Source: an optimization exercise on an open RTL-to-GDS flow (aim: small area, a short achievable clock period and few clock cycles). Production flows keep margins and buffers that such runs may drop.
Only simulation tests tie the RTL to the original design; equivalence was not proved.
Power and IR drop assume default switching activity.

`flow/config.mk`:
```
export PLATFORM = sky130hd
export DESIGN_NAME = chk_unit
export DESIGN_NICKNAME = chk_unit
export VERILOG_FILES = /design/flow/design.v
export SDC_FILE = /design/flow/constraint.sdc
export NUM_CORES = 4
export LEC_CHECK = 0
export CAP_MARGIN = 20
export CORE_MARGIN = 2
export CORE_UTILIZATION = 35
export SLEW_MARGIN = 20
```
`flow/design.v`:
```
module chk_unit (
    input  wire        clk,
    input  wire        rst,
    input  wire        job_valid,
    output wire        job_ready,
    input  wire [31:0] job_cmd,
    input  wire [23:0] job_len,
    input  wire        in_valid,
    output wire        in_ready,
    input  wire [63:0] in_data,
    output reg         res_valid,
    output reg         res_refused,
    output reg  [2:0]  res_refuse_code,
    output reg  [31:0] res_result,
    output reg  [3:0]  res_code,
    output reg  [15:0] res_acount,
    output reg         res_copy,
    output wire [47:0] res_tail,
    output reg  [2:0]  res_tail_len,
    input  wire        reg_wr,
    input  wire        reg_rd,
    input  wire [15:0] reg_addr,
    input  wire [31:0] reg_wdata,
    output reg  [31:0] reg_rdata
);
    localparam OP_COMPUTE = 2'd0;
    localparam OP_APPEND  = 2'd1;
    localparam OP_CHECK   = 2'd2;
    localparam CODE_DONE     = 4'd2;
    localparam CODE_MISMATCH = 4'd3;
    localparam CODE_REPEAT   = 4'd4;
    localparam CODE_JUMP     = 4'd5;
    integer n;
    reg [31:0] ctx_state [0:15];
    reg [1:0]  ctx_poly  [0:15];
    reg [15:0] ctx_valid;
    reg [15:0] ach_tx  [0:15];
    reg [7:0]  ach_win [0:15];
    reg [15:0] ach_rx  [0:15];
    reg [15:0] ach_rxv;
    reg [15:0] txd, wnd, rxd;
    reg [31:0] cnt_jobs, cnt_mismatch, cnt_alive_err, cnt_refused;
    function [31:0] sat_inc;
        input [31:0] c;
        sat_inc = (c[30:0] == 31'h7FFF_FFFF) ? {1'b1, c[30:0]} : c + 32'd1;
    endfunction
    reg        rdy;
    assign job_ready = rdy;
    assign in_ready  = rdy;
    wire take = job_valid & rdy;
    reg [1:0]  j_op;        
    reg        j_opbad;     
    reg [1:0]  j_poly;
    reg        j_alive, j_resume, j_save;
    reg [3:0]  j_ctx, j_achan;
    reg [23:0] rin;         
    reg        first_pend;  
    reg        take_d;      
    reg [1:0]  nfl;         
    reg [1:0]  c_op;
    reg [1:0]  c_poly;
    reg        c_alive, c_save;
    reg [3:0]  c_ctx, c_achan;
    reg [2:0]  c_rc;
    reg [15:0] c_cnt;
    reg        c_fwd;       
    wire [2:0] j_w = (j_poly[1] == 1'b0) ? 3'd4 : (j_poly[0] ? 3'd1 : 3'd2);
    wire fwd = c_fwd && (c_ctx == j_ctx);
    wire       busy = (nfl != 2'd0);
    wire [3:0] reg_slot = {~reg_addr[6], reg_addr[5:3]};
    wire [3:0] reg_chan = reg_addr[6:3];
    reg  [15:0] j_ctx_oh, j_ach_oh, c_ach_oh;
    wire [15:0] sel_ctx = busy ? j_ctx_oh : (16'd1 << reg_slot);
    wire [15:0] sel_tx  = busy ? j_ach_oh : (16'd1 << reg_chan);
    wire [15:0] sel_rx  = busy ? c_ach_oh : (16'd1 << reg_chan);
    reg [31:0] rd_ctx_vstate;
    reg [1:0]  rd_ctx_vpoly;
    reg        rd_ctx_valid;
    reg [15:0] rd_tx, rd_rx;
    reg [7:0]  rd_win0;
    reg        rd_rxv;
    always @(*) begin
        rd_ctx_vstate = 32'd0; rd_ctx_vpoly = 2'd0;
        rd_ctx_valid = 1'b0;
        rd_tx = 16'd0; rd_rx = 16'd0; rd_win0 = 8'd0; rd_rxv = 1'b0;
        for (n = 0; n < 16; n = n + 1) begin
            rd_ctx_vstate = rd_ctx_vstate | (ctx_state[n] & {32{sel_ctx[n] & ctx_valid[n]}});
            rd_ctx_vpoly  = rd_ctx_vpoly  | (ctx_poly[n]  & {2{sel_ctx[n] & ctx_valid[n]}});
            rd_ctx_valid  = rd_ctx_valid  | (ctx_valid[n] & sel_ctx[n]);
            rd_tx   = rd_tx   | (ach_tx[n]  & {16{sel_tx[n] & txd[n]}});
            rd_rx   = rd_rx   | (ach_rx[n]  & {16{sel_rx[n] & rxd[n]}});
            rd_rxv  = rd_rxv  | (ach_rxv[n] & sel_rx[n] & rxd[n]);
            rd_win0 = rd_win0 | ((wnd[n] ? ach_win[n] : 8'd8) & {8{sel_rx[n]}});
        end
    end
    wire [1:0]  j_ctx_poly   = ctx_poly[j_ctx];
    wire        j_ctx_valid  = ctx_valid[j_ctx];
    wire [7:0]  rd_win  = (rd_win0 == 8'd0) ? 8'd1 : rd_win0;
    wire       slot_ok = fwd ? (c_poly == j_poly)
                             : (j_ctx_valid && j_ctx_poly == j_poly);
    wire [4:0] minlen  = {2'd0, j_w} + (j_alive ? 5'd3 : 5'd1);
    wire       too_short = (rin[23:5] == 19'd0) && (rin[4:0] < minlen);
    wire [2:0] rc = j_opbad                       ? 3'd1 :
                    (j_save && j_op != OP_COMPUTE) ? 3'd2 :
                    (j_resume && !slot_ok)         ? 3'd3 :
                    (j_op == OP_CHECK && too_short) ? 3'd4 : 3'd0;
    wire       app_alive = (j_op == OP_APPEND) && j_alive;
    wire [2:0] lm = rin[2:0];                  
    wire [2:0] l_lo = (j_op == OP_CHECK) ? (lm - j_w) :
                      app_alive          ? (lm + 3'd2) : lm;
    wire [2:0] k_job = 3'd0 - l_lo;
    wire [3:0] m_last = (lm == 3'd0) ? 4'd8 : {1'b0, lm};
    wire dm1 = (j_op == OP_CHECK) && (m_last <= {1'b0, j_w});
    wire dp1 = app_alive && (m_last >= 4'd7);
    wire lastin = (rin[23:4] == 20'd0) && (!rin[3] || rin[2:0] == 3'd0);   
    wire second = !lastin && (rin[23:5] == 19'd0) && (!rin[4] || rin[3:0] == 4'd0);  
    reg [63:0] d_r;         
    reg [63:8] prev;        
    wire [7:0] prev_b [1:7];
    genvar gi;
    generate for (gi = 1; gi < 8; gi = gi + 1) begin : g_prev
        assign prev_b[gi] = prev[8*gi +: 8];
    end endgenerate
    reg [2:0]  e_m [0:7];   
    reg        p_v, p_first, p_lastin, p_crc, p_lastcrc, p_ovr, p_rx;
    reg [7:0]  p_pad;       
    reg [3:0]  e_psel;      
    reg [15:0] e_cnt;       
    reg        e_fcrc, e_frx;
    reg [31:0] e_ss;        
    reg [2:0]  e_rc;        
    reg [31:0] s;           
    reg [15:0] cap_cnt;     
    reg        cap_ok;      
    reg  [63:0]  wa;
    reg  [63:0]  sp;
    always @(*) begin
        for (n = 0; n < 8; n = n + 1) begin
            if (e_m[n] <= n)
                wa[8*n +: 8] = d_r[8*e_m[n] +: 8];
            else
                wa[8*n +: 8] = p_pad[n] ? 8'd0 : prev_b[e_m[n]];
            sp[8*n +: 8] = (e_m[n] <= n && e_m[n] <= 3'd3) ? e_ss[8*e_m[n][1:0] +: 8] : 8'd0;
        end
        if (p_ovr)
            wa[63:48] = e_cnt;
    end
    reg  [31:0]  sr;
    always @(*) begin
        sr = 32'd0;
        for (n = 0; n < 3; n = n + 1)
            if (e_m[n] > n && e_m[n] <= 3'd3)
                sr[8*n +: 8] = e_ss[8*e_m[n][1:0] +: 8];
    end
    wire [63:0]  sx   = sp ^ {32'd0, s & {32{~p_first}}};
    wire [63:0]  w    = wa ^ sx;
    wire [3:0]   psel = e_psel;
    wire [31:0]  t;
    assign t[0] =
        ((w[24] ^ w[25] ^ w[45] ^ w[49] ^ w[50] ^ w[61]) & (psel[3])) ^
        ((w[12] ^ w[15] ^ w[26] ^ w[44]) & (psel[2])) ^
        ((w[7] ^ w[51] ^ w[63]) & (psel[2] | psel[3])) ^
        ((w[6]) & (psel[1])) ^
        ((w[3] ^ w[9] ^ w[20] ^ w[32]) & (psel[1] | psel[3])) ^
        ((w[1] ^ w[4] ^ w[40] ^ w[54]) & (psel[1] | psel[2])) ^
        ((w[14] ^ w[30] ^ w[35]) & (psel[1] | psel[2] | psel[3])) ^
        ((w[41] ^ w[57] ^ w[60]) & (psel[0])) ^
        ((w[13] ^ w[18] ^ w[22] ^ w[28] ^ w[29] ^ w[56]) & (psel[0] | psel[3])) ^
        ((w[0] ^ w[37] ^ w[43]) & (psel[0] | psel[2])) ^
        ((w[2] ^ w[5] ^ w[21] ^ w[46] ^ w[47] ^ w[59]) & (psel[0] | psel[2] | psel[3])) ^
        ((w[34] ^ w[58]) & (psel[0] | psel[1])) ^
        ((w[27] ^ w[38]) & (psel[0] | psel[1] | psel[3])) ^
        ((w[16] ^ w[17] ^ w[19] ^ w[36]) & (psel[0] | psel[1] | psel[2])) ^
        (w[10] ^ w[11] ^ w[33] ^ w[39] ^ w[48] ^ w[52] ^ w[55]);
    assign t[1] =
        ((w[9] ^ w[26] ^ w[62] ^ w[63]) & (psel[3])) ^
        ((w[24] ^ w[32] ^ w[52]) & (psel[2])) ^
        ((w[13] ^ w[27] ^ w[45]) & (psel[2] | psel[3])) ^
        ((w[10] ^ w[21] ^ w[33]) & (psel[1])) ^
        ((w[4] ^ w[7]) & (psel[1] | psel[3])) ^
        ((w[41]) & (psel[1] | psel[2])) ^
        ((w[2] ^ w[5] ^ w[15] ^ w[31] ^ w[36] ^ w[55]) & (psel[1] | psel[2] | psel[3])) ^
        ((w[14] ^ w[29] ^ w[30] ^ w[42] ^ w[58]) & (psel[0])) ^
        ((w[19] ^ w[23] ^ w[57] ^ w[61]) & (psel[0] | psel[3])) ^
        ((w[1] ^ w[3] ^ w[22] ^ w[44] ^ w[47] ^ w[48]) & (psel[0] | psel[2])) ^
        ((w[6] ^ w[38] ^ w[60]) & (psel[0] | psel[2] | psel[3])) ^
        ((w[28] ^ w[39]) & (psel[0] | psel[1])) ^
        ((w[35] ^ w[56] ^ w[59]) & (psel[0] | psel[1] | psel[3])) ^
        ((w[0] ^ w[11] ^ w[17] ^ w[37] ^ w[49]) & (psel[0] | psel[1] | psel[2])) ^
        (w[12] ^ w[18] ^ w[20] ^ w[34] ^ w[40] ^ w[53]);
    assign t[2] =
        ((w[9] ^ w[47] ^ w[51] ^ w[52] ^ w[55]) & (psel[3])) ^
        ((w[14] ^ w[28] ^ w[46] ^ w[53]) & (psel[2])) ^
        ((w[25] ^ w[33]) & (psel[2] | psel[3])) ^
        ((w[5] ^ w[34]) & (psel[1])) ^
        ((w[8] ^ w[11] ^ w[22] ^ w[56]) & (psel[1] | psel[3])) ^
        ((w[3] ^ w[42]) & (psel[1] | psel[2])) ^
        ((w[6] ^ w[16] ^ w[32] ^ w[37]) & (psel[1] | psel[2] | psel[3])) ^
        ((w[15] ^ w[20] ^ w[31] ^ w[43] ^ w[48]) & (psel[0])) ^
        ((w[24] ^ w[30] ^ w[58] ^ w[59] ^ w[62]) & (psel[0] | psel[3])) ^
        ((w[4] ^ w[7] ^ w[23] ^ w[39] ^ w[61]) & (psel[0] | psel[2])) ^
        ((w[2] ^ w[45] ^ w[49]) & (psel[0] | psel[2] | psel[3])) ^
        ((w[29] ^ w[36] ^ w[57] ^ w[60]) & (psel[0] | psel[1] | psel[3])) ^
        ((w[1] ^ w[12] ^ w[13] ^ w[21] ^ w[35]) & (psel[0] | psel[1] | psel[2])) ^
        (w[0] ^ w[18] ^ w[19] ^ w[38] ^ w[40] ^ w[41] ^ w[50] ^ w[54]);
    assign t[3] =
        ((w[11] ^ w[18] ^ w[27] ^ w[28] ^ w[45] ^ w[48] ^ w[53] ^ w[56]) & (psel[3])) ^
        ((w[15] ^ w[54]) & (psel[2])) ^
        ((w[26] ^ w[29] ^ w[34] ^ w[47]) & (psel[2] | psel[3])) ^
        ((w[0] ^ w[6] ^ w[9]) & (psel[1])) ^
        ((w[12] ^ w[23] ^ w[35] ^ w[57]) & (psel[1] | psel[3])) ^
        ((w[4] ^ w[7] ^ w[33] ^ w[38] ^ w[43]) & (psel[1] | psel[2])) ^
        ((w[17]) & (psel[1] | psel[2] | psel[3])) ^
        ((w[16] ^ w[25] ^ w[32] ^ w[44] ^ w[59] ^ w[63]) & (psel[0])) ^
        ((w[21] ^ w[31] ^ w[40] ^ w[49] ^ w[60]) & (psel[0] | psel[3])) ^
        ((w[3] ^ w[8] ^ w[46] ^ w[50] ^ w[62]) & (psel[0] | psel[2])) ^
        ((w[5] ^ w[24]) & (psel[0] | psel[2] | psel[3])) ^
        ((w[30] ^ w[61]) & (psel[0] | psel[1])) ^
        ((w[37] ^ w[58]) & (psel[0] | psel[1] | psel[3])) ^
        ((w[20] ^ w[36] ^ w[39] ^ w[51] ^ w[55]) & (psel[0] | psel[1] | psel[2])) ^
        (w[1] ^ w[2] ^ w[13] ^ w[14] ^ w[19] ^ w[22] ^ w[41] ^ w[42]);
    assign t[4] =
        ((w[22] ^ w[35] ^ w[41] ^ w[49] ^ w[54]) & (psel[3])) ^
        ((w[47] ^ w[60]) & (psel[2])) ^
        ((w[12] ^ w[30]) & (psel[2] | psel[3])) ^
        ((w[0] ^ w[1] ^ w[24] ^ w[44] ^ w[52]) & (psel[1])) ^
        ((w[2] ^ w[38] ^ w[43] ^ w[59]) & (psel[1] | psel[3])) ^
        ((w[7] ^ w[21] ^ w[37] ^ w[56]) & (psel[1] | psel[2])) ^
        ((w[8]) & (psel[1] | psel[2] | psel[3])) ^
        ((w[9] ^ w[26] ^ w[45] ^ w[51]) & (psel[0])) ^
        ((w[16] ^ w[19] ^ w[25] ^ w[27] ^ w[28] ^ w[29] ^ w[50] ^ w[57] ^ w[61]) & (psel[0] | psel[3])) ^
        ((w[4] ^ w[11] ^ w[48] ^ w[55] ^ w[63]) & (psel[0] | psel[2])) ^
        ((w[6] ^ w[32] ^ w[46]) & (psel[0] | psel[2] | psel[3])) ^
        ((w[10] ^ w[31] ^ w[34] ^ w[62]) & (psel[0] | psel[1])) ^
        ((w[13] ^ w[15] ^ w[18] ^ w[58]) & (psel[0] | psel[1] | psel[3])) ^
        ((w[5] ^ w[39] ^ w[40]) & (psel[0] | psel[1] | psel[2])) ^
        (w[3] ^ w[14] ^ w[20] ^ w[23] ^ w[36] ^ w[42]);
    assign t[5] =
        ((w[10] ^ w[17] ^ w[23] ^ w[27] ^ w[42] ^ w[46] ^ w[52] ^ w[56] ^ w[58]) & (psel[3])) ^
        ((w[33] ^ w[47]) & (psel[2])) ^
        ((w[5] ^ w[31] ^ w[61]) & (psel[2] | psel[3])) ^
        ((w[1] ^ w[3] ^ w[16] ^ w[53] ^ w[59]) & (psel[1])) ^
        ((w[11] ^ w[19] ^ w[25] ^ w[44] ^ w[45]) & (psel[1] | psel[3])) ^
        ((w[9] ^ w[21] ^ w[41]) & (psel[1] | psel[2])) ^
        ((w[8] ^ w[37] ^ w[43]) & (psel[1] | psel[2] | psel[3])) ^
        ((w[20] ^ w[30] ^ w[34] ^ w[51] ^ w[55]) & (psel[0])) ^
        ((w[0] ^ w[18] ^ w[26] ^ w[36] ^ w[62]) & (psel[0] | psel[3])) ^
        ((w[7] ^ w[12] ^ w[13]) & (psel[0] | psel[2])) ^
        ((w[48] ^ w[49]) & (psel[0] | psel[2] | psel[3])) ^
        ((w[14] ^ w[39]) & (psel[0] | psel[1])) ^
        ((w[2] ^ w[35] ^ w[60] ^ w[63]) & (psel[0] | psel[1] | psel[3])) ^
        ((w[6] ^ w[40] ^ w[57]) & (psel[0] | psel[1] | psel[2])) ^
        (w[4] ^ w[15] ^ w[22] ^ w[24] ^ w[32] ^ w[38]);
    assign t[6] =
        ((w[20] ^ w[36] ^ w[37] ^ w[53]) & (psel[3])) ^
        ((w[13] ^ w[58]) & (psel[2])) ^
        ((w[0] ^ w[9] ^ w[16] ^ w[33] ^ w[39] ^ w[62]) & (psel[2] | psel[3])) ^
        ((w[30] ^ w[52]) & (psel[1])) ^
        ((w[12] ^ w[19] ^ w[26] ^ w[27] ^ w[45]) & (psel[1] | psel[3])) ^
        ((w[32] ^ w[41] ^ w[42]) & (psel[1] | psel[2])) ^
        ((w[5] ^ w[6] ^ w[44]) & (psel[1] | psel[2] | psel[3])) ^
        ((w[17] ^ w[29] ^ w[31] ^ w[40]) & (psel[0])) ^
        ((w[3] ^ w[8] ^ w[18] ^ w[28] ^ w[43] ^ w[47] ^ w[57] ^ w[59] ^ w[63]) & (psel[0] | psel[3])) ^
        ((w[10]) & (psel[0] | psel[2])) ^
        ((w[38] ^ w[49] ^ w[50]) & (psel[0] | psel[2] | psel[3])) ^
        ((w[2] ^ w[15] ^ w[35] ^ w[55] ^ w[60]) & (psel[0] | psel[1])) ^
        ((w[1] ^ w[11] ^ w[46] ^ w[48] ^ w[61]) & (psel[0] | psel[1] | psel[3])) ^
        ((w[7] ^ w[14] ^ w[22] ^ w[34]) & (psel[0] | psel[1] | psel[2])) ^
        (w[23] ^ w[25]);
    assign t[7] =
        ((w[19] ^ w[29] ^ w[48] ^ w[54] ^ w[58] ^ w[60]) & (psel[3])) ^
        ((w[11] ^ w[14]) & (psel[2])) ^
        ((w[1] ^ w[39] ^ w[63]) & (psel[2] | psel[3])) ^
        ((w[0] ^ w[16] ^ w[31] ^ w[36] ^ w[53] ^ w[56]) & (psel[1])) ^
        ((w[2] ^ w[20] ^ w[47]) & (psel[1] | psel[3])) ^
        ((w[42]) & (psel[1] | psel[2])) ^
        ((w[6] ^ w[7] ^ w[45]) & (psel[1] | psel[2] | psel[3])) ^
        ((w[5] ^ w[22] ^ w[30] ^ w[52] ^ w[55] ^ w[57]) & (psel[0])) ^
        ((w[4] ^ w[9] ^ w[21] ^ w[32] ^ w[37] ^ w[38] ^ w[44]) & (psel[0] | psel[3])) ^
        ((w[59]) & (psel[0] | psel[2])) ^
        ((w[10] ^ w[17] ^ w[34] ^ w[50] ^ w[51]) & (psel[0] | psel[2] | psel[3])) ^
        ((w[3] ^ w[61]) & (psel[0] | psel[1])) ^
        ((w[12] ^ w[13] ^ w[27] ^ w[28] ^ w[46] ^ w[49] ^ w[62]) & (psel[0] | psel[1] | psel[3])) ^
        ((w[15] ^ w[23] ^ w[33] ^ w[35] ^ w[43]) & (psel[0] | psel[1] | psel[2])) ^
        (w[8] ^ w[24] ^ w[26]);
    assign t[8] =
        ((w[2] ^ w[12] ^ w[15]) & (psel[2])) ^
        ((w[1] ^ w[3] ^ w[17] ^ w[21] ^ w[32] ^ w[37] ^ w[54] ^ w[57]) & (psel[1])) ^
        ((w[7] ^ w[8] ^ w[43] ^ w[46] ^ w[48]) & (psel[1] | psel[2])) ^
        ((w[5] ^ w[6] ^ w[10] ^ w[22] ^ w[23] ^ w[31] ^ w[33] ^ w[38] ^ w[39] ^ w[45] ^ w[53] ^ w[58]) & (psel[0])) ^
        ((w[0] ^ w[11] ^ w[18] ^ w[35] ^ w[51] ^ w[52] ^ w[56] ^ w[60]) & (psel[0] | psel[2])) ^
        ((w[4] ^ w[13] ^ w[14] ^ w[16] ^ w[28] ^ w[29] ^ w[47] ^ w[50] ^ w[62] ^ w[63]) & (psel[0] | psel[1])) ^
        ((w[9] ^ w[24] ^ w[25] ^ w[27] ^ w[34] ^ w[36] ^ w[44]) & (psel[0] | psel[1] | psel[2]));
    assign t[9] =
        ((w[0] ^ w[9] ^ w[10] ^ w[57]) & (psel[2])) ^
        ((w[5] ^ w[8] ^ w[11] ^ w[20] ^ w[29] ^ w[34] ^ w[39]) & (psel[1])) ^
        ((w[3] ^ w[19] ^ w[28] ^ w[36] ^ w[37] ^ w[44] ^ w[49] ^ w[52]) & (psel[1] | psel[2])) ^
        ((w[7] ^ w[14] ^ w[21] ^ w[23] ^ w[24] ^ w[30] ^ w[33] ^ w[38] ^ w[41] ^ w[43] ^ w[55] ^ w[56] ^ w[58] ^ w[60]) & (psel[0])) ^
        ((w[12] ^ w[13] ^ w[35] ^ w[53] ^ w[61]) & (psel[0] | psel[2])) ^
        ((w[2] ^ w[6] ^ w[15] ^ w[16] ^ w[18] ^ w[22] ^ w[27] ^ w[32] ^ w[40] ^ w[51] ^ w[54] ^ w[63]) & (psel[0] | psel[1])) ^
        ((w[1] ^ w[25] ^ w[26] ^ w[45] ^ w[47]) & (psel[0] | psel[1] | psel[2]));
    assign t[10] =
        ((w[4] ^ w[13] ^ w[20] ^ w[27]) & (psel[2])) ^
        ((w[12] ^ w[28] ^ w[34] ^ w[39] ^ w[41]) & (psel[1])) ^
        ((w[1] ^ w[2] ^ w[32] ^ w[36] ^ w[45] ^ w[46] ^ w[50] ^ w[53]) & (psel[1] | psel[2])) ^
        ((w[0] ^ w[3] ^ w[5] ^ w[8] ^ w[15] ^ w[18] ^ w[24] ^ w[25] ^ w[31] ^ w[42] ^ w[43] ^ w[44] ^ w[47] ^ w[60] ^ w[61]) & (psel[0])) ^
        ((w[38] ^ w[62]) & (psel[0] | psel[2])) ^
        ((w[7] ^ w[21] ^ w[23]) & (psel[0] | psel[1])) ^
        ((w[10] ^ w[11] ^ w[14] ^ w[26] ^ w[29] ^ w[37] ^ w[54] ^ w[58]) & (psel[0] | psel[1] | psel[2]));
    assign t[11] =
        ((w[5] ^ w[14] ^ w[21] ^ w[28]) & (psel[2])) ^
        ((w[13] ^ w[29] ^ w[35] ^ w[40] ^ w[42]) & (psel[1])) ^
        ((w[2] ^ w[3] ^ w[33] ^ w[37] ^ w[46] ^ w[47] ^ w[51] ^ w[54]) & (psel[1] | psel[2])) ^
        ((w[0] ^ w[1] ^ w[4] ^ w[6] ^ w[9] ^ w[16] ^ w[19] ^ w[25] ^ w[26] ^ w[32] ^ w[43] ^ w[44] ^ w[45] ^ w[48] ^ w[61] ^ w[62]) & (psel[0])) ^
        ((w[39] ^ w[63]) & (psel[0] | psel[2])) ^
        ((w[8] ^ w[22] ^ w[24]) & (psel[0] | psel[1])) ^
        ((w[11] ^ w[12] ^ w[15] ^ w[27] ^ w[30] ^ w[38] ^ w[55] ^ w[59]) & (psel[0] | psel[1] | psel[2]));
    assign t[12] =
        ((w[6] ^ w[15] ^ w[24] ^ w[32]) & (psel[2])) ^
        ((w[14] ^ w[16] ^ w[30] ^ w[56]) & (psel[1])) ^
        ((w[3] ^ w[4] ^ w[13] ^ w[28] ^ w[39] ^ w[60]) & (psel[1] | psel[2])) ^
        ((w[1] ^ w[7] ^ w[11] ^ w[18] ^ w[19] ^ w[20] ^ w[21] ^ w[26] ^ w[37] ^ w[44] ^ w[45] ^ w[49] ^ w[57] ^ w[58] ^ w[59] ^ w[62] ^ w[63]) & (psel[0])) ^
        ((w[0] ^ w[22] ^ w[29] ^ w[40]) & (psel[0] | psel[2])) ^
        ((w[9] ^ w[23] ^ w[25] ^ w[36] ^ w[41] ^ w[43]) & (psel[0] | psel[1])) ^
        ((w[12] ^ w[31] ^ w[34] ^ w[38] ^ w[47] ^ w[48] ^ w[52] ^ w[55]) & (psel[0] | psel[1] | psel[2]));
    assign t[13] =
        ((w[2] ^ w[9] ^ w[27] ^ w[41] ^ w[46] ^ w[51] ^ w[60]) & (psel[2])) ^
        ((w[10] ^ w[31] ^ w[37]) & (psel[1])) ^
        ((w[4] ^ w[13] ^ w[14] ^ w[15] ^ w[39] ^ w[40] ^ w[48] ^ w[56] ^ w[61]) & (psel[1] | psel[2])) ^
        ((w[0] ^ w[20] ^ w[28] ^ w[45] ^ w[47] ^ w[50] ^ w[55] ^ w[63]) & (psel[0])) ^
        ((w[1] ^ w[8] ^ w[11] ^ w[12] ^ w[16] ^ w[18] ^ w[23] ^ w[30] ^ w[33] ^ w[34] ^ w[36] ^ w[43] ^ w[52]) & (psel[0] | psel[2])) ^
        ((w[17] ^ w[24] ^ w[26] ^ w[35] ^ w[42] ^ w[57]) & (psel[0] | psel[1])) ^
        ((w[5] ^ w[29] ^ w[32] ^ w[44] ^ w[49] ^ w[53]) & (psel[0] | psel[1] | psel[2]));
    assign t[14] =
        ((w[2] ^ w[3] ^ w[8] ^ w[13] ^ w[17] ^ w[19] ^ w[34] ^ w[37] ^ w[42] ^ w[61]) & (psel[2])) ^
        ((w[18] ^ w[27] ^ w[32] ^ w[36] ^ w[40] ^ w[43] ^ w[58]) & (psel[1])) ^
        ((w[14] ^ w[15] ^ w[33] ^ w[49] ^ w[62]) & (psel[1] | psel[2])) ^
        ((w[1] ^ w[22] ^ w[39] ^ w[51] ^ w[55] ^ w[59] ^ w[60]) & (psel[0])) ^
        ((w[0] ^ w[9] ^ w[10] ^ w[12] ^ w[24] ^ w[28] ^ w[31] ^ w[35] ^ w[44] ^ w[47] ^ w[52] ^ w[53]) & (psel[0] | psel[2])) ^
        ((w[11] ^ w[16] ^ w[25] ^ w[38]) & (psel[0] | psel[1])) ^
        ((w[5] ^ w[6] ^ w[30] ^ w[41] ^ w[45] ^ w[50] ^ w[54] ^ w[57]) & (psel[0] | psel[1] | psel[2]));
    assign t[15] =
        ((w[0] ^ w[3] ^ w[4] ^ w[9] ^ w[14] ^ w[18] ^ w[20] ^ w[35] ^ w[38] ^ w[43] ^ w[62]) & (psel[2])) ^
        ((w[19] ^ w[28] ^ w[33] ^ w[37] ^ w[41] ^ w[44] ^ w[59]) & (psel[1])) ^
        ((w[15] ^ w[16] ^ w[34] ^ w[50] ^ w[63]) & (psel[1] | psel[2])) ^
        ((w[2] ^ w[23] ^ w[40] ^ w[48] ^ w[52] ^ w[56] ^ w[60] ^ w[61]) & (psel[0])) ^
        ((w[1] ^ w[10] ^ w[11] ^ w[13] ^ w[25] ^ w[29] ^ w[32] ^ w[36] ^ w[45] ^ w[53] ^ w[54]) & (psel[0] | psel[2])) ^
        ((w[12] ^ w[17] ^ w[26] ^ w[39]) & (psel[0] | psel[1])) ^
        ((w[6] ^ w[7] ^ w[31] ^ w[42] ^ w[46] ^ w[51] ^ w[55] ^ w[58]) & (psel[0] | psel[1] | psel[2]));
    assign t[16] =
        ((w[1] ^ w[4] ^ w[6] ^ w[9] ^ w[10] ^ w[19] ^ w[29] ^ w[36] ^ w[39] ^ w[42] ^ w[45] ^ w[48] ^ w[51] ^ w[58] ^ w[60]) & (psel[1])) ^
        ((w[2] ^ w[12] ^ w[24] ^ w[26] ^ w[27] ^ w[32] ^ w[37] ^ w[40] ^ w[41] ^ w[46] ^ w[49] ^ w[52] ^ w[53] ^ w[57] ^ w[61] ^ w[62]) & (psel[0])) ^
        ((w[3] ^ w[7] ^ w[8] ^ w[11] ^ w[13] ^ w[14] ^ w[18] ^ w[30] ^ w[33] ^ w[43] ^ w[47] ^ w[54] ^ w[55] ^ w[56] ^ w[59]) & (psel[0] | psel[1]));
    assign t[17] =
        ((w[0] ^ w[2] ^ w[5] ^ w[7] ^ w[10] ^ w[11] ^ w[20] ^ w[30] ^ w[37] ^ w[40] ^ w[43] ^ w[46] ^ w[49] ^ w[52] ^ w[59] ^ w[61]) & (psel[1])) ^
        ((w[3] ^ w[13] ^ w[25] ^ w[27] ^ w[28] ^ w[33] ^ w[38] ^ w[41] ^ w[42] ^ w[47] ^ w[50] ^ w[53] ^ w[54] ^ w[58] ^ w[62] ^ w[63]) & (psel[0])) ^
        ((w[4] ^ w[8] ^ w[9] ^ w[12] ^ w[14] ^ w[15] ^ w[19] ^ w[31] ^ w[34] ^ w[44] ^ w[48] ^ w[55] ^ w[56] ^ w[57] ^ w[60]) & (psel[0] | psel[1]));
    assign t[18] =
        ((w[1] ^ w[3] ^ w[5] ^ w[6] ^ w[8] ^ w[10] ^ w[12] ^ w[13] ^ w[16] ^ w[31] ^ w[44] ^ w[50] ^ w[53] ^ w[56] ^ w[57] ^ w[58] ^ w[62]) & (psel[1])) ^
        ((w[0] ^ w[2] ^ w[4] ^ w[14] ^ w[17] ^ w[18] ^ w[19] ^ w[22] ^ w[26] ^ w[27] ^ w[33] ^ w[36] ^ w[37] ^ w[42] ^ w[46] ^ w[51] ^ w[52] ^ w[54] ^ w[63]) & (psel[0])) ^
        ((w[9] ^ w[11] ^ w[15] ^ w[20] ^ w[21] ^ w[32] ^ w[35] ^ w[38] ^ w[41] ^ w[45] ^ w[47] ^ w[49] ^ w[60] ^ w[61]) & (psel[0] | psel[1]));
    assign t[19] =
        ((w[4] ^ w[6] ^ w[7] ^ w[9] ^ w[10] ^ w[14] ^ w[16] ^ w[21] ^ w[22] ^ w[32] ^ w[33] ^ w[36] ^ w[39] ^ w[45] ^ w[46] ^ w[48] ^ w[51] ^ w[54] ^ w[63]) & (psel[1])) ^
        ((w[1] ^ w[3] ^ w[15] ^ w[20] ^ w[23] ^ w[29] ^ w[41] ^ w[53] ^ w[56] ^ w[60]) & (psel[0])) ^
        ((w[0] ^ w[2] ^ w[11] ^ w[12] ^ w[13] ^ w[17] ^ w[42] ^ w[50] ^ w[57] ^ w[58] ^ w[59] ^ w[61] ^ w[62]) & (psel[0] | psel[1]));
    assign t[20] =
        ((w[5] ^ w[6] ^ w[7] ^ w[8] ^ w[9] ^ w[15] ^ w[19] ^ w[20] ^ w[22] ^ w[23] ^ w[27] ^ w[32] ^ w[35] ^ w[36] ^ w[37] ^ w[38] ^ w[39] ^ w[46] ^ w[47] ^ w[48] ^ w[49]) & (psel[1])) ^
        ((w[0] ^ w[1] ^ w[2] ^ w[3] ^ w[14] ^ w[21] ^ w[24] ^ w[42] ^ w[57] ^ w[58] ^ w[61]) & (psel[0])) ^
        ((w[4] ^ w[12] ^ w[13] ^ w[16] ^ w[18] ^ w[30] ^ w[43] ^ w[51] ^ w[54] ^ w[59] ^ w[60] ^ w[62] ^ w[63]) & (psel[0] | psel[1]));
    assign t[21] =
        ((w[5] ^ w[7] ^ w[8] ^ w[13] ^ w[23] ^ w[24] ^ w[30] ^ w[32] ^ w[35] ^ w[49] ^ w[50] ^ w[54] ^ w[58] ^ w[60]) & (psel[1])) ^
        ((w[10] ^ w[14] ^ w[15] ^ w[16] ^ w[18] ^ w[25] ^ w[29] ^ w[33] ^ w[36] ^ w[38] ^ w[39] ^ w[41] ^ w[46] ^ w[48] ^ w[56] ^ w[57] ^ w[62]) & (psel[0])) ^
        ((w[0] ^ w[1] ^ w[3] ^ w[4] ^ w[11] ^ w[21] ^ w[27] ^ w[28] ^ w[31] ^ w[34] ^ w[37] ^ w[44] ^ w[47] ^ w[61] ^ w[63]) & (psel[0] | psel[1]));
    assign t[22] =
        ((w[2] ^ w[3] ^ w[5] ^ w[8] ^ w[11] ^ w[16] ^ w[17] ^ w[19] ^ w[20] ^ w[22] ^ w[24] ^ w[25] ^ w[28] ^ w[29] ^ w[31] ^ w[34] ^ w[39] ^ w[50] ^ w[51] ^ w[54] ^ w[58] ^ w[61]) & (psel[1])) ^
        ((w[1] ^ w[4] ^ w[13] ^ w[15] ^ w[18] ^ w[21] ^ w[26] ^ w[32] ^ w[33] ^ w[35] ^ w[36] ^ w[41] ^ w[42] ^ w[43] ^ w[46] ^ w[49] ^ w[55] ^ w[56] ^ w[60] ^ w[63]) & (psel[0])) ^
        ((w[10] ^ w[12] ^ w[27] ^ w[30] ^ w[40] ^ w[45] ^ w[52] ^ w[59] ^ w[62]) & (psel[0] | psel[1]));
    assign t[23] =
        ((w[0] ^ w[3] ^ w[4] ^ w[6] ^ w[9] ^ w[11] ^ w[12] ^ w[13] ^ w[20] ^ w[23] ^ w[25] ^ w[26] ^ w[28] ^ w[30] ^ w[32] ^ w[35] ^ w[40] ^ w[41] ^ w[46] ^ w[51] ^ w[60] ^ w[62]) & (psel[1])) ^
        ((w[10] ^ w[14] ^ w[38] ^ w[39] ^ w[42] ^ w[44] ^ w[48] ^ w[50] ^ w[58] ^ w[61]) & (psel[0])) ^
        ((w[17] ^ w[18] ^ w[21] ^ w[29] ^ w[31] ^ w[52] ^ w[53] ^ w[55] ^ w[59] ^ w[63]) & (psel[0] | psel[1]));
    assign t[24] =
        ((w[3] ^ w[6] ^ w[7] ^ w[9] ^ w[11] ^ w[12] ^ w[18] ^ w[20] ^ w[22] ^ w[24] ^ w[26] ^ w[31] ^ w[35] ^ w[39] ^ w[42] ^ w[56] ^ w[60] ^ w[61] ^ w[63]) & (psel[1])) ^
        ((w[0] ^ w[2] ^ w[10] ^ w[15] ^ w[27] ^ w[28] ^ w[30] ^ w[32] ^ w[33] ^ w[36] ^ w[37] ^ w[45] ^ w[46] ^ w[49] ^ w[51] ^ w[52] ^ w[54] ^ w[57] ^ w[62]) & (psel[0])) ^
        ((w[5] ^ w[13] ^ w[16] ^ w[17] ^ w[21] ^ w[29] ^ w[34] ^ w[38] ^ w[40] ^ w[41] ^ w[47] ^ w[48] ^ w[53] ^ w[55] ^ w[58]) & (psel[0] | psel[1]));
    assign t[25] =
        ((w[7] ^ w[8] ^ w[9] ^ w[12] ^ w[13] ^ w[20] ^ w[21] ^ w[23] ^ w[25] ^ w[43] ^ w[57] ^ w[61] ^ w[62]) & (psel[1])) ^
        ((w[6] ^ w[14] ^ w[17] ^ w[28] ^ w[29] ^ w[30] ^ w[31] ^ w[35] ^ w[37] ^ w[39] ^ w[46] ^ w[47] ^ w[48] ^ w[50] ^ w[53] ^ w[54] ^ w[63]) & (psel[0])) ^
        ((w[1] ^ w[3] ^ w[11] ^ w[16] ^ w[18] ^ w[22] ^ w[33] ^ w[34] ^ w[38] ^ w[41] ^ w[42] ^ w[49] ^ w[52] ^ w[55] ^ w[56] ^ w[58] ^ w[59]) & (psel[0] | psel[1]));
    assign t[26] =
        ((w[0] ^ w[2] ^ w[8] ^ w[9] ^ w[14] ^ w[17] ^ w[19] ^ w[24] ^ w[26] ^ w[34] ^ w[39] ^ w[43] ^ w[44] ^ w[56] ^ w[57] ^ w[59] ^ w[60] ^ w[62] ^ w[63]) & (psel[1])) ^
        ((w[5] ^ w[7] ^ w[11] ^ w[15] ^ w[16] ^ w[27] ^ w[28] ^ w[30] ^ w[31] ^ w[32] ^ w[33] ^ w[37] ^ w[40] ^ w[41] ^ w[46] ^ w[49] ^ w[51] ^ w[52] ^ w[54]) & (psel[0])) ^
        ((w[4] ^ w[10] ^ w[12] ^ w[13] ^ w[21] ^ w[22] ^ w[23] ^ w[35] ^ w[42] ^ w[50] ^ w[53] ^ w[58]) & (psel[0] | psel[1]));
    assign t[27] =
        ((w[4] ^ w[15] ^ w[18] ^ w[19] ^ w[25] ^ w[30] ^ w[39] ^ w[44] ^ w[45] ^ w[48] ^ w[57] ^ w[60] ^ w[61] ^ w[63]) & (psel[1])) ^
        ((w[8] ^ w[11] ^ w[12] ^ w[14] ^ w[28] ^ w[29] ^ w[31] ^ w[36] ^ w[41] ^ w[42] ^ w[47] ^ w[50] ^ w[53] ^ w[54]) & (psel[0])) ^
        ((w[0] ^ w[5] ^ w[6] ^ w[13] ^ w[16] ^ w[17] ^ w[22] ^ w[23] ^ w[24] ^ w[32] ^ w[33] ^ w[34] ^ w[38] ^ w[43] ^ w[51] ^ w[52] ^ w[55] ^ w[59]) & (psel[0] | psel[1]));
    assign t[28] =
        ((w[3] ^ w[4] ^ w[5] ^ w[10] ^ w[11] ^ w[26] ^ w[27] ^ w[31] ^ w[36] ^ w[38] ^ w[45] ^ w[46] ^ w[49] ^ w[61] ^ w[62]) & (psel[1])) ^
        ((w[1] ^ w[6] ^ w[12] ^ w[13] ^ w[14] ^ w[15] ^ w[17] ^ w[29] ^ w[33] ^ w[34] ^ w[35] ^ w[37] ^ w[39] ^ w[42] ^ w[43] ^ w[51] ^ w[52]) & (psel[0])) ^
        ((w[7] ^ w[9] ^ w[18] ^ w[23] ^ w[24] ^ w[25] ^ w[30] ^ w[32] ^ w[44] ^ w[48] ^ w[53] ^ w[54] ^ w[55] ^ w[56] ^ w[60]) & (psel[0] | psel[1]));
    assign t[29] =
        ((w[4] ^ w[5] ^ w[6] ^ w[11] ^ w[12] ^ w[27] ^ w[28] ^ w[32] ^ w[37] ^ w[39] ^ w[46] ^ w[47] ^ w[50] ^ w[62] ^ w[63]) & (psel[1])) ^
        ((w[2] ^ w[7] ^ w[13] ^ w[14] ^ w[15] ^ w[16] ^ w[18] ^ w[30] ^ w[34] ^ w[35] ^ w[36] ^ w[38] ^ w[40] ^ w[43] ^ w[44] ^ w[52] ^ w[53]) & (psel[0])) ^
        ((w[8] ^ w[10] ^ w[19] ^ w[24] ^ w[25] ^ w[26] ^ w[31] ^ w[33] ^ w[45] ^ w[49] ^ w[54] ^ w[55] ^ w[56] ^ w[57] ^ w[61]) & (psel[0] | psel[1]));
    assign t[30] =
        ((w[1] ^ w[4] ^ w[5] ^ w[7] ^ w[10] ^ w[12] ^ w[13] ^ w[28] ^ w[29] ^ w[30] ^ w[47] ^ w[51] ^ w[52] ^ w[63]) & (psel[1])) ^
        ((w[8] ^ w[9] ^ w[11] ^ w[15] ^ w[20] ^ w[27] ^ w[31] ^ w[32] ^ w[34] ^ w[37] ^ w[41] ^ w[44] ^ w[45] ^ w[53] ^ w[55] ^ w[58]) & (psel[0])) ^
        ((w[0] ^ w[3] ^ w[14] ^ w[16] ^ w[17] ^ w[19] ^ w[25] ^ w[26] ^ w[35] ^ w[36] ^ w[39] ^ w[46] ^ w[50] ^ w[54] ^ w[56] ^ w[57] ^ w[62]) & (psel[0] | psel[1]));
    assign t[31] =
        ((w[0] ^ w[2] ^ w[3] ^ w[5] ^ w[8] ^ w[13] ^ w[19] ^ w[29] ^ w[31] ^ w[34] ^ w[39] ^ w[53]) & (psel[1])) ^
        ((w[1] ^ w[4] ^ w[12] ^ w[17] ^ w[20] ^ w[21] ^ w[27] ^ w[28] ^ w[36] ^ w[40] ^ w[42] ^ w[45] ^ w[46] ^ w[55] ^ w[56] ^ w[58] ^ w[59]) & (psel[0])) ^
        ((w[9] ^ w[10] ^ w[15] ^ w[16] ^ w[18] ^ w[26] ^ w[32] ^ w[33] ^ w[35] ^ w[37] ^ w[38] ^ w[47] ^ w[51] ^ w[54] ^ w[57] ^ w[63]) & (psel[0] | psel[1]));
    wire [31:0]  s_next = t ^ sr;
    wire rx_match = e_psel[3] ? (wa[7:0] == ~s[7:0]) :
                    e_psel[2] ? ({wa[7:0], wa[15:8]} == s[15:0]) :
                                (wa[31:0] == ~s);
    wire [31:0] slot_int = (j_poly == 2'd2) ? {16'd0, rd_ctx_vstate[7:0], rd_ctx_vstate[15:8]}
                                            : rd_ctx_vstate;
    wire [31:0] init_int = (j_poly == 2'd3) ? 32'h0000_00FF :
                           (j_poly == 2'd2) ? 32'h0000_FFFF : 32'hFFFF_FFFF;
    wire [31:0] ss_job   = !j_resume ? init_int : (fwd ? s : slot_int);
    reg e0, e1;    
    reg [15:0] cr_rx;    
    reg        cr_rxv;
    reg [7:0]  cr_win;
    reg        inc_pend;   
    wire [31:0] s_ext   = (c_poly == 2'd2) ? {16'd0, s[7:0], s[15:8]} : s;
    wire [31:0] fin_crc = (c_poly == 2'd3) ? {24'd0, s_ext[7:0] ^ 8'hFF} :
                          (c_poly == 2'd2) ? s_ext : ~s_ext;
    wire [2:0]  c_w     = (c_poly[1] == 1'b0) ? 3'd4 : (c_poly[0] ? 3'd1 : 3'd2);
    wire        crc_ok  = cap_ok;
    wire [15:0] rx_dist = cap_cnt - cr_rx;
    wire        c_ref   = (c_rc != 3'd0);
    reg        r_tapp, r_talive;
    assign res_tail = !r_tapp ? 48'd0 :
                      r_talive ? {res_result, res_acount} : {16'd0, res_result};
    reg [3:0]  f_code;
    reg        f_copy, f_rxupd;
    reg [2:0]  f_tail_len;
    reg [15:0] f_acount;
    always @(*) begin
        f_code     = CODE_DONE;
        f_copy     = 1'b0;
        f_rxupd    = 1'b0;
        f_tail_len = 3'd0;
        f_acount   = 16'd0;
        case (c_op)
            OP_APPEND: begin
                f_copy = 1'b1;
                if (c_alive) begin
                    f_acount   = c_cnt;
                    f_tail_len = c_w + 3'd2;
                end else begin
                    f_tail_len = c_w;
                end
            end
            OP_CHECK: begin
                if (c_alive)
                    f_acount = cap_cnt;
                if (!crc_ok) begin
                    f_code = CODE_MISMATCH;
                end else if (!c_alive || !cr_rxv) begin
                    f_copy  = 1'b1;
                    f_rxupd = c_alive;
                end else if (rx_dist == 16'd0) begin
                    f_code = CODE_REPEAT;
                end else if (rx_dist <= {8'd0, cr_win}) begin
                    f_copy  = 1'b1;
                    f_rxupd = 1'b1;
                end else begin
                    f_code  = CODE_JUMP;
                    f_copy  = 1'b1;
                    f_rxupd = 1'b1;
                end
            end
            default: ;
        endcase
    end
    wire reg_ach = (reg_addr[15:7] == 9'b1000_0000_0);
    wire        rx_upd = e1 && !c_ref && f_rxupd;
    wire        ctx_we = e1 && !c_ref && c_save;
    wire        win_we = reg_wr && reg_ach && !reg_addr[2];
    wire        tx_we  = win_we || inc_pend;
    wire [3:0]  tx_wa  = inc_pend ? j_achan : reg_chan;
    wire [15:0] tx_wd  = inc_pend ? e_cnt + 16'd1 : reg_wdata[15:0];
    wire        rx_we  = (reg_wr && reg_ach && reg_addr[2]) || rx_upd;
    wire [3:0]  rx_wa  = rx_upd ? c_achan : reg_chan;
    wire [15:0] rx_wd  = rx_upd ? cap_cnt : reg_wdata[15:0];
    wire        rxv_wd = rx_upd ? 1'b1 : reg_wdata[16];
    always @(posedge clk) begin
        d_r <= in_data;
        if (p_v)
            prev <= d_r[63:8];
        if (take) begin
            j_op     <= job_cmd[1:0];
            j_opbad  <= job_cmd[2] || job_cmd[1:0] == 2'd3 ||
                        job_cmd[31:21] != 11'd0 || job_cmd[19:16] != 4'd0;
            j_poly   <= job_cmd[4:3];
            j_alive  <= job_cmd[5];
            j_resume <= job_cmd[6];
            j_save   <= job_cmd[7];
            j_ctx    <= job_cmd[11:8];
            j_achan  <= job_cmd[15:12];
            j_ctx_oh <= 16'd1 << job_cmd[11:8];
            j_ach_oh <= 16'd1 << job_cmd[15:12];
            rin      <= job_len;
        end else if (in_valid) begin
            rin[23:3] <= rin[23:3] - 21'd1;
        end
        if (take_d) begin
            for (n = 0; n < 8; n = n + 1)
                e_m[n] <= n - k_job;
            e_psel <= 4'b0001 << j_poly;
            e_cnt  <= rd_tx;
            e_fcrc <= dp1;
            e_frx  <= (j_op == OP_CHECK) && !dm1;
            e_ss   <= ss_job;
            e_rc   <= rc;
        end
        if (p_v && p_first && !take_d)
            e_ss <= 32'd0;
        if (in_valid) begin
            p_first   <= first_pend;
            for (n = 0; n < 8; n = n + 1)
                p_pad[n] <= first_pend && (n < k_job);
            p_lastin  <= lastin;
            p_crc     <= !(dm1 && lastin);
            p_lastcrc <= dm1 ? second : (!dp1 && lastin);
            p_ovr     <= app_alive && !dp1 && lastin;
            p_rx      <= dm1 && lastin;
        end else begin
            p_first   <= 1'b0;
            p_pad     <= 8'd0;
            p_lastin  <= 1'b0;
            p_crc     <= e_fcrc;
            p_lastcrc <= e_fcrc;
            p_ovr     <= e_fcrc;
            p_rx      <= e_frx;
        end
        if (p_v && p_crc)
            s <= s_next;
        if (p_v && p_lastcrc)
            cap_cnt <= wa[63:48];
        if (p_v && p_rx)
            cap_ok <= rx_match;
        if (p_v && p_lastin) begin
            c_op    <= j_op;
            c_poly  <= j_poly;
            c_alive <= j_alive;
            c_save  <= j_save;
            c_ctx   <= j_ctx;
            c_achan <= j_achan;
            c_ach_oh <= j_ach_oh;
            c_rc    <= e_rc;
            c_cnt   <= e_cnt;
        end
        if (e0) begin
            cr_rx  <= rd_rx;
            cr_rxv <= rd_rxv;
            cr_win <= rd_win;
        end
        res_refused     <= c_ref;
        res_refuse_code <= c_rc;
        res_result      <= c_ref ? 32'd0 : (c_save ? s_ext : fin_crc);
        res_code        <= c_ref ? 4'd0 : f_code;
        res_acount      <= c_ref ? 16'd0 : f_acount;
        res_copy        <= !c_ref && f_copy;
        r_tapp          <= !c_ref && c_op == OP_APPEND;
        r_talive        <= c_alive;
        res_tail_len    <= c_ref ? 3'd0 : f_tail_len;
        for (n = 0; n < 16; n = n + 1) begin
            if (ctx_we && c_ctx == n) begin
                ctx_state[n] <= s_ext;
                ctx_poly[n]  <= c_poly;
            end
            if (tx_we && tx_wa == n)
                ach_tx[n] <= tx_wd;
            if (win_we && reg_chan == n)
                ach_win[n] <= reg_wdata[23:16];
            if (rx_we && rx_wa == n) begin
                ach_rx[n]  <= rx_wd;
                ach_rxv[n] <= rxv_wd;
            end
        end
        if (rst) begin
            rdy        <= 1'b0;
            take_d     <= 1'b0;
            inc_pend   <= 1'b0;
            first_pend <= 1'b0;
            nfl        <= 2'd0;
            p_v        <= 1'b0;
            e0         <= 1'b0;
            e1         <= 1'b0;
            res_valid  <= 1'b0;
            c_fwd      <= 1'b0;
            ctx_valid  <= 16'd0;
            txd        <= 16'd0;
            wnd        <= 16'd0;
            rxd        <= 16'd0;
            cnt_jobs      <= 32'd0;
            cnt_mismatch  <= 32'd0;
            cnt_alive_err <= 32'd0;
            cnt_refused   <= 32'd0;
        end else begin
            rdy    <= 1'b1;
            take_d <= take;
            if (take)
                first_pend <= 1'b1;
            else if (in_valid)
                first_pend <= 1'b0;
            nfl <= nfl + {1'b0, take} - {1'b0, e1};
            p_v <= in_valid || (p_v && p_lastin && (e_fcrc || e_frx));
            e0  <= p_v && p_lastin;
            e1  <= e0;
            res_valid <= e1;
            if (p_v && p_lastin)
                c_fwd <= j_save && (e_rc == 3'd0);
            if (e1) begin
                if (c_ref) begin
                    cnt_refused <= sat_inc(cnt_refused);
                end else begin
                    cnt_jobs <= sat_inc(cnt_jobs);
                    if (f_code == CODE_MISMATCH)
                        cnt_mismatch <= sat_inc(cnt_mismatch);
                    if (f_code == CODE_REPEAT || f_code == CODE_JUMP)
                        cnt_alive_err <= sat_inc(cnt_alive_err);
                end
            end
            inc_pend <= take_d && app_alive && (rc == 3'd0);
            for (n = 0; n < 16; n = n + 1) begin
                if (ctx_we && c_ctx == n)
                    ctx_valid[n] <= 1'b1;
                if (tx_we && tx_wa == n)
                    txd[n] <= 1'b1;
                if (win_we && reg_chan == n)
                    wnd[n] <= 1'b1;
                if (rx_we && rx_wa == n)
                    rxd[n] <= 1'b1;
            end
        end
    end
    wire reg_ctx = (reg_addr[15:6] == 10'h041) ||
                   (reg_addr[15:6] == 10'h042);    
    reg [31:0] rd_val;
    always @(*) begin
        rd_val = 32'd0;
        if (reg_ach) begin
            if (!reg_addr[2])
                rd_val = {8'd0, rd_win, rd_tx};
            else
                rd_val = {15'd0, rd_rxv, rd_rx};
        end else if (reg_ctx) begin
            if (!reg_addr[2])
                rd_val = rd_ctx_vstate;
            else
                rd_val = {23'd0, rd_ctx_valid, 6'd0, rd_ctx_vpoly};
        end else begin
            case (reg_addr[15:2])
                14'h0400: rd_val[8] = busy;
                14'h0402: rd_val = cnt_jobs;
                14'h0403: rd_val = cnt_mismatch;
                14'h0404: rd_val = cnt_alive_err;
                14'h0405: rd_val = cnt_refused;
                default:  rd_val = 32'd0;
            endcase
        end
    end
    always @(posedge clk)
        reg_rdata <= rd_val;
endmodule
```
`flow/standard.sh`:
```
#!/bin/bash
# synth_recipe.tcl (not shown) runs the flow's synth.tcl, then flattens the netlist and writes it again
# the make line also repeats each setting of config.mk as NAME=value (left out here)
make -C /OpenROAD-flow-scripts/flow DESIGN_CONFIG=/design/flow/config.mk WORK_HOME=/design/flow/orfs CLKGATE_MAP_FILE= SYNTH_SCRIPT=/design/flow/synth_recipe.tcl "${@:-finish}"
```
`flow/flow/run.sh`:
```
#!/bin/bash
# The standard synthesis, unchanged, then the standard flow's own layout steps with
# repair_timing asked for more setup slack than the 20 ns clock needs, so
# that the layout is optimised towards a shorter period.  Each step's full
# output goes to a log file of its own in this folder.
set -euo pipefail
MARGIN=$(cat flow/margin.txt)
bash standard.sh synth > synth.log 2>&1
bash standard.sh SETUP_SLACK_MARGIN="$MARGIN" finish > layout.log 2>&1
```
`flow/constraint.sdc`:
```
create_clock -name core_clock -period 20.0 [get_ports {clk}]
set_input_delay 4.0000 -clock core_clock [delete_from_list [all_inputs] [get_ports {clk}]]
set_output_delay 4.0000 -clock core_clock [all_outputs]
set_load 0.01 [all_outputs]
```
`flow/flow/margin.txt`:
```
14
```
==> flow_summary.yaml, run 1 <==
clock_tree:
  cts_root_buf: "clkbuf_16"
  cts_max_path_buffers: 3
  insertion_delay_ns: 0.89
  numCtsBuffers: 198
  clkTransAtPathRegs_ns: 0.06
  clock_sinks: 1895
  cts_tree: "yes"
  h-tree-depth: 4
setup_path:
  end_kind: "output port"
  reg2reg_depth: 14
  critPathLaunchType: "register"
  reg2reg_to: "s[6]"
  r2r-start: "e_m[6][0]"
  cp_data_required_time_ns: 16.00
  r2r_slack_ns: 13.95
  critPathArrivalTime_ns: 2.33
  critPathKind: "reg2out"
  worstPathMaxFanout: 4
sta:
  fin_skew_ns: 0.0447
  setup_viol: 0
  setup_tns_ns: 0
  relSlewSlack_pct: 12.9
  rsz0062_at_grt: "yes"
  worstMarginPinSlew_ns: 1.31
  period_share_pct: 31.6
  hold_violations: 0
  min_period_ns: 6.33
  final_max_slew_viol_count: 0
  max_freq_ghz: 0.158
  worst_slack_ns: 13.67
  hold_slack_ns: 0.376
routing:
  routedWlPerCell_um: 32.2
  drtPass1Iterations: 6
  drc: 0
  vias_per_cell: 5.84
  drt-total-wl_um: 385000
  drt-initial-drc-count: 9688
  vias: 69600
  drtAntennaViolNets: 0
layout:
  drive_above_1_share_pct: 19.0
  final_cell_mix: "edfxtp_1 (1,490), xnor2_1 (901), nor2_1 (584)"
  final_common_cell: "edfxtp_1"
  nFillCells: 24100
  fin_util_pct: 43.0
  layout.cells.non_filler: 11900
  fin_area_sq_um: 114000
  syn_to_final_growth_pct: 22.2
  nets: 8437
worst_hold_path:
  holdCritStartpoint: "c_rc[1]"
  hp-class: "reg2reg"
  min_to: "res_refuse_code[1]"
  hold_depth: 0
power_and_ir_drop:
  peakVddDrop_uv: 191
  switching_power_mw: 7.85
  swShare_pct: 41.5
  power_mw: 18.9
  p_clk_share_pct: 20.5
  comb_power_share_pct: 54.1
  p_leak_nw: 38.5
  seq_power_share_pct: 25.4
  p_int_mw: 11.1
  power.density_nw_per_um2: 165
synthesis:
  syn_area_sq_um: 93500
  syn_area_per_cell_sq_um: 12.2
  synth_top_family_by_area: "XOR/XNOR gates"
  synthXorXnorAreaFrac_pct: 14.2
  synth_fa_ha_area_share_pct: 0.685
  synth.distinct_cells: 115
  ys_seq_elements: 1895
  async_flop_share_pct: 0
  synth_cells: 7665
  synth-simple-area-share_pct: 9.75
  synth_flop_cell: "edfxtp_1"
  synth_compound_area_share_pct: 11.5
  syn_nets: 7889
  ys_warn_count: 15
  synth.area.mux_share_pct: 4.52
  ys_seq_area_share_pct: 56.5
  synth-edff-count: 1490
placement:
  place_inst: 11300
  place_area_sq_um: 102000
  place.gp.congestion: 0.982
  place_ws_ns: 11.20
  port_buffers: 303
  dp_hpwl_um: 253000
floorplan:
  rows: 189
  core_area_sq_um: 266000
  start_util_pct: 35.2
  ioPinCount: 317
  fp.dieW_um: 521
  die_h_um: 521
  die_area_sq_um: 271000
global_routing:
  overflow: 0
  track_usage_pct: 27.4
  antenna_found_initial: 23
  grt_pass1_wl_um: 523000
  grt_max_degree: 115
  grt_pass1_vias: 65700
run:
  max-cap-violations: 0
outcome:
  outcome: "no timing/DRC/antenna violations"
## flip-flops by register name (all words and copies together), names as in the netlist, 24 cells and up
name           cells
cnt_refused       32
cnt_mismatch      32
cnt_alive_err     32
e_ss              32
prev              56
ach_win          128
reg_rdata         32
ctx_state        512
ach_rx           256
ach_tx           256
s                 32
d_r               64
cnt_jobs          32
rin               24
ctx_poly          32
res_result        32
## routing by layer
layer  share of wire [%]  up-vias  track usage (%)
met4                 7.1       14             16.3
met3                  11      953             6.44
met5               0.022        -                0
met2                  45     4280             42.2
met1                  37    35000             34.9
li1                    -    29400                -
## critical path, cell delays in order, from the launching register on
cell and delay [ns]:
dfxtp_4 0.36, buf_12 0.12, buf_16 0.13, buf_4 0.16, mux2i_2 0.17, nor2b_4 0.34, buf_6 0.16
## cell usage after synthesis, drive strengths merged (161+ instances only)
cell | instances | share of area, %
a21oi | 274 | 1.5
a221oi | 191 | 1.8
a22o | 201 | 1.9
a22oi | 344 | 2.8
clkbuf | 312 | 1.3
dfxtp | 405 | 8.7
edfxtp | 1490 | 48
inv | 161 | 0.65
nand2 | 415 | 1.7
nor2 | 666 | 2.7
o21ai | 170 | 0.92
xnor2 | 938 | 9.1
xor2 | 444 | 4.5
## logic make-up after synthesis
logic type / Yosys count
AOI/OAI and AO/OA: 1473
muxes: 300
buffers and inverters: 624
and+or+nand+nor: 1917
DFF: 1895
other: 1
adders and majority gates: 50
xor gates and xnor gates: 1405
## how the worst max path moves through the flow
stage | from | endpoint | slack, ns | depth (start not counted)
floorplan | reg_addr[10] | ach_rx[3][0] | 13.57 | 8
global placement | reg_addr[5] | e_ss[6] | 11.04 | 15
detailed placement | reg_addr[5] | e_ss[5] | 11.20 | 16
CTS | r_talive | res_tail[4] | 13.68 | 6
global route | r_talive | res_tail[8] | 13.63 | 6
finish | r_talive | res_tail[4] | 13.67 | 6
## area by class of cell
type                            count  area [sq um]  area share [%]
Clock inverter                    120          1380            1.21
Inverter                          168           674           0.590
Sequential cell                  1895         52900            46.3
Multi-Input combinational cell   5147         40700            35.6
Antenna cell                        8          20.0          0.0175
Timing Repair Buffer              803          8600            7.52
Tap cell                         3533          4420            3.87
Clock buffer                      253          5510            4.82
## power groups by stage
stage | sequential [mW] | combinational (mW) | clock (mW)
finish | 4.79 | 10.2 | 3.88
global route | 4.79 | 10.6 | 4.06
CTS | 4.78 | 9.97 | 3.91
detailed placement | 4.87 | 9.87 | 0
global placement | 4.86 | 9.82 | 0
floorplan | 4.77 | 7.14 | 0
## repair_timing
item                                    in CTS  in global routing
gates cloned                                22                  5
endpoints found under the setup margin     886                582
pin swaps                                   93                109
buffers inserted                           190                 60
resized for setup                          560                196
hold buffers                                 0                  0
Testbench counts, summed over its fixed seeds: cycles 55,509.
==> inputs of run 2 (changes only) <==
--- a/flow/config.mk
+++ b/flow/config.mk
@@ -7,5 +7,5 @@
 export LEC_CHECK = 0
 export CAP_MARGIN = 20
 export CORE_MARGIN = 2
-export CORE_UTILIZATION = 35
+export CORE_UTILIZATION = 55
 export SLEW_MARGIN = 20
==> run 2 against run 1 <==
  * First-iteration DRC count increased by 2.1%
  * Fmax up 2.5%
  * Clock-buffer cell count down 9
  * Largest power group unchanged
  * Total power decreased by 0.94%
  * Still clean on timing, DRC and antenna
  * Area after synthesis unchanged
==> flow_summary.yaml, run 2 <==
routing:
  routedWlPerCell_um: 35.1
  drtAntennaViolNets: 0
  drt-total-wl_um: 372000
  vias_per_cell: 6.61
  drtPass1Iterations: 7
  vias: 70000
  drt-initial-drc-count: 9896
  drc: 0
clock_tree:
  h-tree-depth: 4
  insertion_delay_ns: 0.88
  numCtsBuffers: 190
  cts_root_buf: "clkbuf_16"
  hold_buffers: 0
  cts_max_path_buffers: 3
  clkTransAtPathRegs_ns: 0.06
  cts_tree: "yes"
  clock_sinks: 1895
global_routing:
  grt_pass1_wl_um: 508000
  grt_pass1_vias: 66100
  grt_max_degree: 110
  antenna_found_initial: 19
  overflow: 0
  track_usage_pct: 41.9
run:
  max-cap-violations: 0
power_and_ir_drop:
  swShare_pct: 42.2
  power_mw: 18.7
  p_leak_nw: 38.3
  power.density_nw_per_um2: 167
  p_int_mw: 10.8
  switching_power_mw: 7.90
  seq_power_share_pct: 25.9
  comb_power_share_pct: 54.9
  peakVddDrop_uv: 209
  p_clk_share_pct: 19.2
layout:
  fin_util_pct: 66.2
  nets: 8419
  top_regs: "ctx_state: 512 flops, ach_rx: 256 flops, ach_tx: 256 flops"
  final_common_cell: "edfxtp_1"
  final_cell_mix: "edfxtp_1 (1,490), xnor2_1 (899), nor2_1 (581)"
  largest_reg_flops: 512
  syn_to_final_growth_pct: 19.7
  drive_above_1_share_pct: 18.2
  top_register: "ctx_state"
sta:
  hold_slack_ns: 0.431
  worstMarginPinSlew_ns: 1.22
  relSlewSlack_pct: 18.5
  setup_tns_ns: 0
  period_share_pct: 30.9
  fin_skew_ns: 0.0795
  final_max_slew_viol_count: 0
  min_period_ns: 6.17
  max_freq_ghz: 0.162
  rsz0062_at_grt: "yes"
  setup_viol: 0
  hold_violations: 0
synthesis:
  synth-edff-count: 1490
  synth.distinct_cells: 115
  ys_seq_elements: 1895
  ys_seq_area_share_pct: 56.5
  synth_flop_cell: "edfxtp_1"
  synth_cells: 7665
  synth_commonest_cells: "edfxtp_1 (1,490), xnor2_1 (912), nor2_1 (666)"
  yosys-top-cells-area: "edfxtp_1 (48%), dfxtp_1 (8.7%), xnor2_1 (8.5%)"
  syn_area_per_cell_sq_um: 12.2
  yosysMostFrequentCell: "edfxtp_1"
  ys_warn_count: 15
  syn_area_sq_um: 93500
  syn_nets: 7889
  synth.top_cell.area_share_pct: 47.8
  async_flop_share_pct: 0
  synth_area_leader_cell: "edfxtp_1"
floorplan:
  ioPinCount: 317
  core_area_sq_um: 169000
  fp.dieW_um: 416
  start_util_pct: 55.3
  rows: 151
  die_area_sq_um: 173000
  die_h_um: 416
setup_path:
  crit_chain: "buf_6, buf_8, buf_16, buf_6, mux2i_1, nor2b_1, buf_2"
  critPathKind: "reg2out"
  setup.worst_path.start: "r_talive"
  end_kind: "output port"
  reg2reg_depth: 15
  r2r_slack_ns: 14.01
  worstPathMaxFanout: 6
  slowest_delay_ns: 0.41
  reg2reg_to: "s[19]"
  critPathLaunchType: "register"
  cp_data_required_time_ns: 16.00
  critPathArrivalTime_ns: 2.17
  r2r-start: "e_m[4][1]"
  crit_top_cell: "buf_6"
  crit_path_top_delay_cell: "dfxtp_4"
placement:
  place.gp.congestion: 1.03
  port_buffers: 303
  dp_hpwl_um: 241000
worst_hold_path:
  hp-class: "reg2reg"
  hold_depth: 0
  min_to: "prev[61]"
  holdCritStartpoint: "d_r[61]"
outcome:
  outcome: "no timing/DRC/antenna violations"
[run 2: cell counts after synthesis]
Identical to the previous run, type by type.
[run 2: cells by family (layout without fill, tap and decap cells)]
logic type / Yosys count / after routing / share of synthesized area (%)
adders and majority gates: 50 / 50 / 0.685
and+or+nand+nor: 1917 / 1918 / 9.75
DFF: 1895 / 1895 / 56.5
buffers and inverters: 624 / 1314 / 2.90
xor gates and xnor gates: 1405 / 1405 / 14.2
muxes: 300 / 300 / 4.52
other: 1 / 15 / 0.00401
AOI/OAI and AO/OA: 1473 / 1473 / 11.5
[run 2: final cells by class]
class	count	area, sq um
fill	12600	57200
clock buffer	244	5180
timing repair buffer	793	8490
multi-input combinational	5147	40700
tap	2218	2780
inverter	168	673
sequential	1895	52900
antenna	14	35.0
clock inverter	109	1110
[run 2: layer usage]
| layer | vias up | wire, um | global-route usage, % |
|---|---|---|---|
| li1 | 29300 | - | - |
| met1 | 34900 | 133000 | 52.7 |
| met2 | 4636 | 167000 | 63.7 |
| met3 | 1163 | 38800 | 8.54 |
| met4 | 4 | 34100 | 32.7 |
| met5 | - | 35 | 0 |
[run 2: timing repair]
| item | in CTS | in global routing |
|---|---|---|
| cloned | 23 | 7 |
| resized for setup | 570 | 157 |
| setup buffers | 201 | 58 |
| setup endpoints to repair | 780 | 259 |
| endpoints found under the hold margin | 0 | 0 |
| pin swaps | 112 | 96 |
[run 2: through the flow]
step / cell area, sq um / cells / setup WS (ns)
6_report: 112000 / 10600 / 13.83
5_1_grt: 112000 / 10600 / 13.77
4_1_cts: 111000 / 10500 / 13.80
3_5_place_dp: 100000 / 9932 / 11.00
3_3_place_gp: 100000 / 9932 / 11.05
2_1_floorplan: 94500 / 7665 / 13.57
[run 2: worst max path at each step]
| stage | to | slack, ns | cells past startpoint |
|---|---|---|---|
| CTS | res_tail[3] | 13.80 | 7 |
| floorplan | ach_rx[3][0] | 13.57 | 8 |
| detailed placement | reg_rdata[8] | 11.00 | 14 |
| finish | res_tail[26] | 13.83 | 7 |
| global route | res_tail[26] | 13.77 | 7 |
| global placement | reg_rdata[8] | 11.05 | 13 |
[run 2: worst max-delay path: cells and delay by family, from the launching register on]
family	cells	cell delay, ns
buf+inv	5	0.66
simple gates	1	0.07
mux	1	0.19
flops	1	0.41
[run 2: power groups by stage]
stage	Sequential [mW]	Clock [mW]	Combinational, mW
after floorplan	4.77	0	7.14
after global placement	4.91	0	9.72
after detailed placement	4.91	0	9.83
after CTS	4.83	3.61	9.93
after global routing	4.84	3.76	10.6
final	4.85	3.60	10.3

## afterwards: timing with drivers on the ports
The results above use ideal ports. As a check the final layouts listed here were re-extracted and re-timed, cells and wires unchanged.
Step 1, drivers: a clkbuf_16 drives clk and a buf_2 each remaining input, both assumed.
Step 2 adds t to the input delays and takes it off the output delays; t is the mean of the earliest and latest rising clock arrival at the registers after step 1. Input paths then give back, and output paths get back, about the clock's delay inside the block.
a / b / c = no drivers / after step 1 / after step 2; a / b = the first two.
| run | shift t [ns] | slack for setup (ns) | worst slew at a driven data input, ns |
|---|---|---|---|
| run 1 | 0.941 | 13.671 / 13.582 / 13.026 | 0.14 |
| run 2 | 0.926 | 13.826 / 13.736 / 12.999 | 0.11 |
After both steps setup and hold are still met in every run listed. The setup slack of run 2, which loses most, moves by -0.090 ns with the drivers and by -0.827 ns with both steps.
